This design comes from an exercise in tuning for small area, a short achievable clock period and few clock cycles on the open sky130 flow, not from production work. Where RTL was checked, it was by simulation tests only, not by an equivalence proof against the original. Power figures rest on the tool's default switching activity, not on a simulated workload.

==> v28 <==
Design polder_lanes, start of the top module:
module polder_lanes (
    input  wire         clk,
    input  wire         rst,           
    input  wire         in_valid,
    output wire         in_ready,
    input  wire         in_mode,       
    input  wire         in_last,       
    input  wire [31:0]  in_row,        
    input  wire [63:0]  in_col,        
    input  wire [1:0]   in_row_pres,
    input  wire [3:0]   in_col_pres,
    output wire         sh_valid,
    input  wire         sh_release,
    input  wire [2:0]   rd_lane,       
    output wire [33:0]  rd_re,
    output wire [33:0]  rd_im
);
Settings: LEC_CHECK=0, CAP_MARGIN=20, CORE_MARGIN=2, CORE_UTILIZATION=40, SLEW_MARGIN=20, SYNTH_HIERARCHICAL=1; clock period 12.5 ns.
standard.sh (not shown) runs the stock make flow with config.mk's settings and CLKGATE_MAP_FILE= SYNTH_SCRIPT=/design/flow/synth_recipe.tcl, a recipe that flattens the netlist after the stock synthesis.
==> flow/flow/run.sh <==
#!/bin/bash
set -e
export SETUP_SLACK_MARGIN=6.2
bash standard.sh MATCH_CELL_FOOTPRINT=0 "BUFFER_PORTS_ARGS=-buffer_cell sky130_fd_sc_hd__buf_2" finish > standard.log 2>&1
==> inputs of v7, as changes to v28 <==
--- a/flow/design.v
+++ b/flow/design.v
@@ -30,11 +30,13 @@
     endfunction
     reg sh_full;    
     reg q_last;     
     reg clr;        
     reg ld;         
-    wire busy = sh_full | q_last | ld;
+    reg clr_h;      
+    reg ld_h;
+    wire busy = sh_full | q_last | ld | ld_h;
     assign in_ready = ~(in_last & busy);
     assign sh_valid = sh_full;
     wire fire = in_valid & in_ready & ~rst;
     reg [15:0] q_row [0:ROWS-1];
     reg [15:0] q_col [0:COLS-1];
@@ -52,16 +54,20 @@
     always @(posedge clk) begin
         if (rst) begin
             q_last  <= 1'b0;
             clr     <= 1'b1;
             ld      <= 1'b0;
+            clr_h   <= 1'b1;
+            ld_h    <= 1'b0;
             sh_full <= 1'b0;
         end else begin
             q_last <= fire & in_last;
             clr    <= q_last;
             ld     <= q_last;
-            if (ld)
+            clr_h  <= clr;
+            ld_h   <= ld;
+            if (ld_h)
                 sh_full <= 1'b1;
             else if (sh_release)
                 sh_full <= 1'b0;
         end
     end
@@ -93,26 +99,28 @@
                                 .ns(ns_re), .inc(inc_re), .dec(dec_re));
                 pl_mac_im u_im (.xr(xr), .xi(xi), .yr(yr), .yi(yi),
                                 .nxr(~xr), .nxi(~xi), .nyr(~yr), .nyi(~yi),
                                 .na(nlo_im[L] | {17{clr}}),
                                 .ns(ns_im), .inc(inc_im), .dec(dec_im));
-                wire [16:0] hn_re = updown(hi_re[L], up_re[L], dn_re[L]);
-                wire [16:0] hn_im = updown(hi_im[L], up_im[L], dn_im[L]);
+                wire [16:0] hb_re = clr_h ? 17'd0 : hi_re[L];
+                wire [16:0] hb_im = clr_h ? 17'd0 : hi_im[L];
                 always @(posedge clk) begin
                     nlo_re[L] <= ns_re;
                     nlo_im[L] <= ns_im;
                     up_re[L] <= inc_re;
                     dn_re[L] <= dec_re;
                     up_im[L] <= inc_im;
                     dn_im[L] <= dec_im;
-                    hi_re[L] <= clr ? 17'd0 : hn_re;
-                    hi_im[L] <= clr ? 17'd0 : hn_im;
+                    hi_re[L] <= updown(hb_re, up_re[L], dn_re[L]);
+                    hi_im[L] <= updown(hb_im, up_im[L], dn_im[L]);
                     if (ld) begin
                         sh_nlo_re[L] <= nlo_re[L];
                         sh_nlo_im[L] <= nlo_im[L];
-                        sh_hi_re[L]  <= hn_re;
-                        sh_hi_im[L]  <= hn_im;
+                    end
+                    if (ld_h) begin
+                        sh_hi_re[L] <= hi_re[L];
+                        sh_hi_im[L] <= hi_im[L];
                     end
                 end
             end
         end
     endgenerate
@@ -153,20 +161,20 @@
     pl_ha u_t7 (.a(~(nxr[0] | nyr[7])), .b(~(xr[1] & yr[6])), .s(t7), .co(t8));
     wire t9, t10;
     pl_fa u_t9 (.a(~(xr[2] & yr[5])), .b(~(xr[3] & yr[4])), .c(~(xr[4] & yr[3])), .s(t9), .co(t10));
     wire t11, t12;
     pl_fa u_t11 (.a(~(xr[5] & yr[2])), .b(~(xr[6] & yr[1])), .c(~(nxr[7] | nyr[0])), .s(t11), .co(t12));
-    wire t13, t14;
-    pl_fa u_t13 (.a(~(nxi[0] | nyi[7])), .b(~(xi[1] & yi[6])), .c(1'b1), .s(t13), .co(t14));
+    wire t13 = ~(~(nxi[0] | nyi[7]) ^ ~(xi[1] & yi[6]));
+    wire t14 = ~(nxi[0] | nyi[7]) | ~(xi[1] & yi[6]);
     wire t15, t16;
     pl_ha u_t15 (.a(~(nxr[1] | nyr[7])), .b(~(xr[2] & yr[6])), .s(t15), .co(t16));
     wire t17, t18;
     pl_fa u_t17 (.a(~(xr[3] & yr[5])), .b(~(xr[4] & yr[4])), .c(~(xr[5] & yr[3])), .s(t17), .co(t18));
     wire t19, t20;
     pl_fa u_t19 (.a(~(xr[6] & yr[2])), .b(~(nxr[7] | nyr[1])), .c(~(nxi[1] | nyi[7])), .s(t19), .co(t20));
-    wire t21, t22;
-    pl_fa u_t21 (.a(~(xi[2] & yi[6])), .b(~(xi[3] & yi[5])), .c(1'b1), .s(t21), .co(t22));
+    wire t21 = ~(~(xi[2] & yi[6]) ^ ~(xi[3] & yi[5]));
+    wire t22 = ~(xi[2] & yi[6]) | ~(xi[3] & yi[5]);
     wire t23, t24;
     pl_fa u_t23 (.a(~(nxr[2] | nyr[7])), .b(~(xr[3] & yr[6])), .c(~(xr[4] & yr[5])), .s(t23), .co(t24));
     wire t25, t26;
     pl_fa u_t25 (.a(~(xr[5] & yr[4])), .b(~(xr[6] & yr[3])), .c(~(nxr[7] | nyr[2])), .s(t25), .co(t26));
     wire t27, t28;
@@ -177,20 +185,20 @@
     pl_fa u_t31 (.a(~(xr[2] & yr[2])), .b(~(xr[3] & yr[1])), .c(~(xr[4] & yr[0])), .s(t31), .co(t32));
     wire t33, t34;
     pl_fa u_t33 (.a(~(xr[2] & yr[3])), .b(~(xr[3] & yr[2])), .c(~(xr[4] & yr[1])), .s(t33), .co(t34));
     wire t35, t36;
     pl_fa u_t35 (.a(~(xr[5] & yr[0])), .b(~(xi[0] & yi[5])), .c(~(xi[1] & yi[4])), .s(t35), .co(t36));
-    wire t37, t38;
-    pl_fa u_t37 (.a(~(xi[2] & yi[3])), .b(~(xi[3] & yi[2])), .c(1'b1), .s(t37), .co(t38));
+    wire t37 = ~(~(xi[2] & yi[3]) ^ ~(xi[3] & yi[2]));
+    wire t38 = ~(xi[2] & yi[3]) | ~(xi[3] & yi[2]);
     wire t39, t40;
     pl_fa u_t39 (.a(~(xr[5] & yr[1])), .b(~(xr[6] & yr[0])), .c(~(xi[0] & yi[6])), .s(t39), .co(t40));
     wire t41, t42;
     pl_fa u_t41 (.a(~(xi[1] & yi[5])), .b(~(xi[2] & yi[4])), .c(~(xi[3] & yi[3])), .s(t41), .co(t42));
     wire t43, t44;
     pl_fa u_t43 (.a(~(xi[4] & yi[2])), .b(~(xi[5] & yi[1])), .c(~(xi[6] & yi[0])), .s(t43), .co(t44));
-    wire t45, t46;
-    pl_fa u_t45 (.a(na[6]), .b(t2), .c(1'b1), .s(t45), .co(t46));
+    wire t45 = ~(na[6] ^ t2);
+    wire t46 = na[6] | t2;
     wire t47, t48;
     pl_fa u_t47 (.a(~(xi[2] & yi[5])), .b(~(xi[3] & yi[4])), .c(~(xi[4] & yi[3])), .s(t47), .co(t48));
     wire t49, t50;
     pl_fa u_t49 (.a(~(xi[5] & yi[2])), .b(~(xi[6] & yi[1])), .c(~(nxi[7] | nyi[0])), .s(t49), .co(t50));
     wire t51, t52;
@@ -227,18 +235,18 @@
     pl_fa u_t81 (.a(~(nxr[7] | nyr[4])), .b(~(nxi[4] | nyi[7])), .c(~(xi[5] & yi[6])), .s(t81), .co(t82));
     wire t83, t84;
     pl_ha u_t83 (.a(~(xr[0] & yr[2])), .b(~(xr[1] & yr[1])), .s(t83), .co(t84));
     wire t85, t86;
     pl_fa u_t85 (.a(~(xr[2] & yr[1])), .b(~(xr[3] & yr[0])), .c(~(xi[0] & yi[3])), .s(t85), .co(t86));
-    wire t87, t88;
-    pl_fa u_t87 (.a(~(xi[1] & yi[2])), .b(~(xi[2] & yi[1])), .c(1'b1), .s(t87), .co(t88));
+    wire t87 = ~(~(xi[1] & yi[2]) ^ ~(xi[2] & yi[1]));
+    wire t88 = ~(xi[1] & yi[2]) | ~(xi[2] & yi[1]);
     wire t89, t90;
     pl_fa u_t89 (.a(~(xi[0] & yi[4])), .b(~(xi[1] & yi[3])), .c(~(xi[2] & yi[2])), .s(t89), .co(t90));
     wire t91, t92;
     pl_fa u_t91 (.a(~(xi[3] & yi[1])), .b(~(xi[4] & yi[0])), .c(na[4]), .s(t91), .co(t92));
-    wire t93, t94;
-    pl_fa u_t93 (.a(t28), .b(t29), .c(1'b1), .s(t93), .co(t94));
+    wire t93 = ~(t28 ^ t29);
+    wire t94 = t28 | t29;
     wire t95, t96;
     pl_fa u_t95 (.a(~(xi[4] & yi[1])), .b(~(xi[5] & yi[0])), .c(na[5]), .s(t95), .co(t96));
     wire t97, t98;
     pl_fa u_t97 (.a(t30), .b(t32), .c(t33), .s(t97), .co(t98));
     wire t99, t100;
@@ -289,12 +297,12 @@
     pl_fa u_t143 (.a(~(nxr[6] | nyr[7])), .b(~(nxr[7] | nyr[6])), .c(~(nxi[6] | nyi[7])), .s(t143), .co(t144));
     wire t145, t146;
     pl_ha u_t145 (.a(~(xr[0] & yr[1])), .b(~(xr[1] & yr[0])), .s(t145), .co(t146));
     wire t147, t148;
     pl_fa u_t147 (.a(~(xr[2] & yr[0])), .b(~(xi[0] & yi[2])), .c(~(xi[1] & yi[1])), .s(t147), .co(t148));
-    wire t149, t150;
-    pl_fa u_t149 (.a(~(xi[2] & yi[0])), .b(na[2]), .c(1'b1), .s(t149), .co(t150));
+    wire t149 = ~(~(xi[2] & yi[0]) ^ na[2]);
+    wire t150 = ~(xi[2] & yi[0]) | na[2];
     wire t151, t152;
     pl_fa u_t151 (.a(~(xi[3] & yi[0])), .b(na[3]), .c(t84), .s(t151), .co(t152));
     wire t153, t154;
     pl_fa u_t153 (.a(t85), .b(t87), .c(t27), .s(t153), .co(t154));
     wire t155, t156;
@@ -367,12 +375,12 @@
     pl_fa u_t221 (.a(t187), .b(t184), .c(t186), .s(t221), .co(t222));
     wire t223, t224;
     pl_fa u_t223 (.a(t188), .b(t191), .c(t193), .s(t223), .co(t224));
     wire t225, t226;
     pl_fa u_t225 (.a(t195), .b(t144), .c(t192), .s(t225), .co(t226));
-    wire t227, t228;
-    pl_fa u_t227 (.a(t198), .b(t199), .c(1'b1), .s(t227), .co(t228));
+    wire t227 = ~(t198 ^ t199);
+    wire t228 = t198 | t199;
     wire t229, t230;
     pl_fa u_t229 (.a(t200), .b(t83), .c(t201), .s(t229), .co(t230));
     wire t231, t232;
     pl_fa u_t231 (.a(t202), .b(t153), .c(t203), .s(t231), .co(t232));
     wire t233, t234;
@@ -426,20 +434,20 @@
     pl_ha u_t7 (.a(~(nxi[0] | nyr[7])), .b(~(xi[1] & yr[6])), .s(t7), .co(t8));
     wire t9, t10;
     pl_fa u_t9 (.a(~(xi[2] & yr[5])), .b(~(xi[3] & yr[4])), .c(~(xi[4] & yr[3])), .s(t9), .co(t10));
     wire t11, t12;
     pl_fa u_t11 (.a(~(xi[5] & yr[2])), .b(~(xi[6] & yr[1])), .c(~(nxi[7] | nyr[0])), .s(t11), .co(t12));
-    wire t13, t14;
-    pl_fa u_t13 (.a(~(xr[0] & yi[7])), .b(~(nxr[1] | nyi[6])), .c(1'b1), .s(t13), .co(t14));
+    wire t13 = ~(~(xr[0] & yi[7]) ^ ~(nxr[1] | nyi[6]));
+    wire t14 = ~(xr[0] & yi[7]) | ~(nxr[1] | nyi[6]);
     wire t15, t16;
     pl_ha u_t15 (.a(~(nxi[1] | nyr[7])), .b(~(xi[2] & yr[6])), .s(t15), .co(t16));
     wire t17, t18;
     pl_fa u_t17 (.a(~(xi[3] & yr[5])), .b(~(xi[4] & yr[4])), .c(~(xi[5] & yr[3])), .s(t17), .co(t18));
     wire t19, t20;
     pl_fa u_t19 (.a(~(xi[6] & yr[2])), .b(~(nxi[7] | nyr[1])), .c(~(xr[1] & yi[7])), .s(t19), .co(t20));
-    wire t21, t22;
-    pl_fa u_t21 (.a(~(nxr[2] | nyi[6])), .b(~(nxr[3] | nyi[5])), .c(1'b1), .s(t21), .co(t22));
+    wire t21 = ~(~(nxr[2] | nyi[6]) ^ ~(nxr[3] | nyi[5]));
+    wire t22 = ~(nxr[2] | nyi[6]) | ~(nxr[3] | nyi[5]);
     wire t23, t24;
     pl_fa u_t23 (.a(~(nxi[2] | nyr[7])), .b(~(xi[3] & yr[6])), .c(~(xi[4] & yr[5])), .s(t23), .co(t24));
     wire t25, t26;
     pl_fa u_t25 (.a(~(xi[5] & yr[4])), .b(~(xi[6] & yr[3])), .c(~(nxi[7] | nyr[2])), .s(t25), .co(t26));
     wire t27, t28;
@@ -450,20 +458,20 @@
     pl_fa u_t31 (.a(~(xi[2] & yr[2])), .b(~(xi[3] & yr[1])), .c(~(xi[4] & yr[0])), .s(t31), .co(t32));
     wire t33, t34;
     pl_fa u_t33 (.a(~(xi[2] & yr[3])), .b(~(xi[3] & yr[2])), .c(~(xi[4] & yr[1])), .s(t33), .co(t34));
     wire t35, t36;
     pl_fa u_t35 (.a(~(xi[5] & yr[0])), .b(~(nxr[0] | nyi[5])), .c(~(nxr[1] | nyi[4])), .s(t35), .co(t36));
-    wire t37, t38;
-    pl_fa u_t37 (.a(~(nxr[2] | nyi[3])), .b(~(nxr[3] | nyi[2])), .c(1'b1), .s(t37), .co(t38));
+    wire t37 = ~(~(nxr[2] | nyi[3]) ^ ~(nxr[3] | nyi[2]));
+    wire t38 = ~(nxr[2] | nyi[3]) | ~(nxr[3] | nyi[2]);
     wire t39, t40;
     pl_fa u_t39 (.a(~(xi[5] & yr[1])), .b(~(xi[6] & yr[0])), .c(~(nxr[0] | nyi[6])), .s(t39), .co(t40));
     wire t41, t42;
     pl_fa u_t41 (.a(~(nxr[1] | nyi[5])), .b(~(nxr[2] | nyi[4])), .c(~(nxr[3] | nyi[3])), .s(t41), .co(t42));
     wire t43, t44;
     pl_fa u_t43 (.a(~(nxr[4] | nyi[2])), .b(~(nxr[5] | nyi[1])), .c(~(nxr[6] | nyi[0])), .s(t43), .co(t44));
-    wire t45, t46;
-    pl_fa u_t45 (.a(na[6]), .b(t2), .c(1'b1), .s(t45), .co(t46));
+    wire t45 = ~(na[6] ^ t2);
+    wire t46 = na[6] | t2;
     wire t47, t48;
     pl_fa u_t47 (.a(~(nxr[2] | nyi[5])), .b(~(nxr[3] | nyi[4])), .c(~(nxr[4] | nyi[3])), .s(t47), .co(t48));
     wire t49, t50;
     pl_fa u_t49 (.a(~(nxr[5] | nyi[2])), .b(~(nxr[6] | nyi[1])), .c(~(xr[7] & yi[0])), .s(t49), .co(t50));
     wire t51, t52;
@@ -500,18 +508,18 @@
     pl_fa u_t81 (.a(~(nxi[7] | nyr[4])), .b(~(xr[4] & yi[7])), .c(~(nxr[5] | nyi[6])), .s(t81), .co(t82));
     wire t83, t84;
     pl_ha u_t83 (.a(~(xi[0] & yr[2])), .b(~(xi[1] & yr[1])), .s(t83), .co(t84));
     wire t85, t86;
     pl_fa u_t85 (.a(~(xi[2] & yr[1])), .b(~(xi[3] & yr[0])), .c(~(nxr[0] | nyi[3])), .s(t85), .co(t86));
-    wire t87, t88;
-    pl_fa u_t87 (.a(~(nxr[1] | nyi[2])), .b(~(nxr[2] | nyi[1])), .c(1'b1), .s(t87), .co(t88));
+    wire t87 = ~(~(nxr[1] | nyi[2]) ^ ~(nxr[2] | nyi[1]));
+    wire t88 = ~(nxr[1] | nyi[2]) | ~(nxr[2] | nyi[1]);
     wire t89, t90;
     pl_fa u_t89 (.a(~(nxr[0] | nyi[4])), .b(~(nxr[1] | nyi[3])), .c(~(nxr[2] | nyi[2])), .s(t89), .co(t90));
     wire t91, t92;
     pl_fa u_t91 (.a(~(nxr[3] | nyi[1])), .b(~(nxr[4] | nyi[0])), .c(na[4]), .s(t91), .co(t92));
-    wire t93, t94;
-    pl_fa u_t93 (.a(t28), .b(t29), .c(1'b1), .s(t93), .co(t94));
+    wire t93 = ~(t28 ^ t29);
+    wire t94 = t28 | t29;
     wire t95, t96;
     pl_fa u_t95 (.a(~(nxr[4] | nyi[1])), .b(~(nxr[5] | nyi[0])), .c(na[5]), .s(t95), .co(t96));
     wire t97, t98;
     pl_fa u_t97 (.a(t30), .b(t32), .c(t33), .s(t97), .co(t98));
     wire t99, t100;
@@ -562,12 +570,12 @@
     pl_fa u_t143 (.a(~(nxi[6] | nyr[7])), .b(~(nxi[7] | nyr[6])), .c(~(xr[6] & yi[7])), .s(t143), .co(t144));
     wire t145, t146;
     pl_ha u_t145 (.a(~(xi[0] & yr[1])), .b(~(xi[1] & yr[0])), .s(t145), .co(t146));
     wire t147, t148;
     pl_fa u_t147 (.a(~(xi[2] & yr[0])), .b(~(nxr[0] | nyi[2])), .c(~(nxr[1] | nyi[1])), .s(t147), .co(t148));
-    wire t149, t150;
-    pl_fa u_t149 (.a(~(nxr[2] | nyi[0])), .b(na[2]), .c(1'b1), .s(t149), .co(t150));
+    wire t149 = ~(~(nxr[2] | nyi[0]) ^ na[2]);
+    wire t150 = ~(nxr[2] | nyi[0]) | na[2];
     wire t151, t152;
     pl_fa u_t151 (.a(~(nxr[3] | nyi[0])), .b(na[3]), .c(t84), .s(t151), .co(t152));
     wire t153, t154;
     pl_fa u_t153 (.a(t85), .b(t87), .c(t27), .s(t153), .co(t154));
     wire t155, t156;
@@ -610,12 +618,12 @@
     pl_fa u_t191 (.a(~(xr[7] & yi[6])), .b(na[13]), .c(t138), .s(t191), .co(t192));
     wire t193, t194;
     pl_fa u_t193 (.a(t140), .b(t143), .c(t142), .s(t193), .co(t194));
     wire t195, t196;
     pl_fa u_t195 (.a(~(xi[7] & yr[7])), .b(~(nxr[7] | nyi[7])), .c(na[14]), .s(t195), .co(t196));
-    wire t197, t198;
-    pl_fa u_t197 (.a(~(nxr[0] | nyi[1])), .b(~(nxr[1] | nyi[0])), .c(1'b1), .s(t197), .co(t198));
+    wire t197 = ~(~(nxr[0] | nyi[1]) ^ ~(nxr[1] | nyi[0]));
+    wire t198 = ~(nxr[0] | nyi[1]) | ~(nxr[1] | nyi[0]);
     wire t199, t200;
     pl_fa u_t199 (.a(t146), .b(t147), .c(t149), .s(t199), .co(t200));
     wire t201, t202;
     pl_fa u_t201 (.a(t148), .b(t150), .c(t151), .s(t201), .co(t202));
     wire t203, t204;
@@ -638,12 +646,12 @@
     pl_fa u_t219 (.a(t187), .b(t184), .c(t186), .s(t219), .co(t220));
     wire t221, t222;
     pl_fa u_t221 (.a(t188), .b(t191), .c(t193), .s(t221), .co(t222));
     wire t223, t224;
     pl_fa u_t223 (.a(t195), .b(t144), .c(t192), .s(t223), .co(t224));
-    wire t225, t226;
-    pl_fa u_t225 (.a(~(xi[0] & yr[0])), .b(~(nxr[0] | nyi[0])), .c(1'b1), .s(t225), .co(t226));
+    wire t225 = ~(~(xi[0] & yr[0]) ^ ~(nxr[0] | nyi[0]));
+    wire t226 = ~(xi[0] & yr[0]) | ~(nxr[0] | nyi[0]);
     wire t227, t228;
     pl_fa u_t227 (.a(na[1]), .b(t197), .c(t145), .s(t227), .co(t228));
     wire t229, t230;
     pl_fa u_t229 (.a(t198), .b(t83), .c(t199), .s(t229), .co(t230));
     wire t231, t232;
==> flow/flow/run.sh (replaced) <==
#!/bin/bash
set -e
export SETUP_SLACK_MARGIN=6.0
bash standard.sh > standard.log 2>&1
==> inputs of v34, as changes to v28 <==
Settings changed: CTS_BUF_LIST set to sky130_fd_sc_hd__clkbuf_8, PLACE_DENSITY set to 0.45.
==> comparison <==
- Fmax, lowest first: v7, v28, v34.
- Clock skew, highest first: v34, v7, v28.
- Cell area: v7 > v34 > v28.
- Of v34 and v7, v7 has the higher sequential cell count (gap 2).
- Between v7 and v34, the lower synthesized cell count is in v34 (gap 9.5%, measured against v34).
- Between v7 and v34, the lower sequential share of layout area is in v7 (gap 0.45 points).
- Wire length: v28 < v7 < v34.
- The highest global-route usage belongs to v34, the lowest to v28.
- Against v34, the clock power of v7 is higher by 5.7%.
Testbench counts of v28, summed over its fixed seeds: cycles 9,410.
Testbench counts of v34, summed over its fixed seeds: cycles 9,410.
The RTL of v7 was laid out without a check of its function.

==> afterwards: timing with drivers on the ports <==
Ports are ideal in the flow. The routed layouts listed here were re-timed in OpenROAD.
Step 1 sets driving cells, clkbuf_16 on the clock port and buf_2 on the other inputs (assumed; they add their load-dependent delay and slew).
Step 2, shift: input delay + t, output delay - t, t = (earliest + latest rising clock arrival at the registers) / 2. This alone moves slack from input paths to output paths.
Slacks: no drivers / after step 1 / after step 2; pairs: no drivers / after step 1.
| run | t (ns) | setup WS [ns] | worst setup path at the end | clock arrival spread, ns | slew at the worst register clock pin (ns) |
|---|---|---|---|---|---|
| v28 | 0.956 | 5.889 / 5.562 / 5.562 | input to output | 0.046 / 0.046 | 0.07 / 0.07 |
| v7 | 0.951 | 5.186 / 4.853 / 4.853 | input to output | 0.070 / 0.071 | 0.07 / 0.07 |
| v34 | 1.143 | 5.923 / 5.494 / 5.494 | input to output | 0.132 / 0.132 | 0.08 / 0.08 |
After both steps every run listed still meets setup and hold. For v34, which loses most, drivers alone change the setup slack by -0.429 ns; drivers and shift together by -0.429 ns.
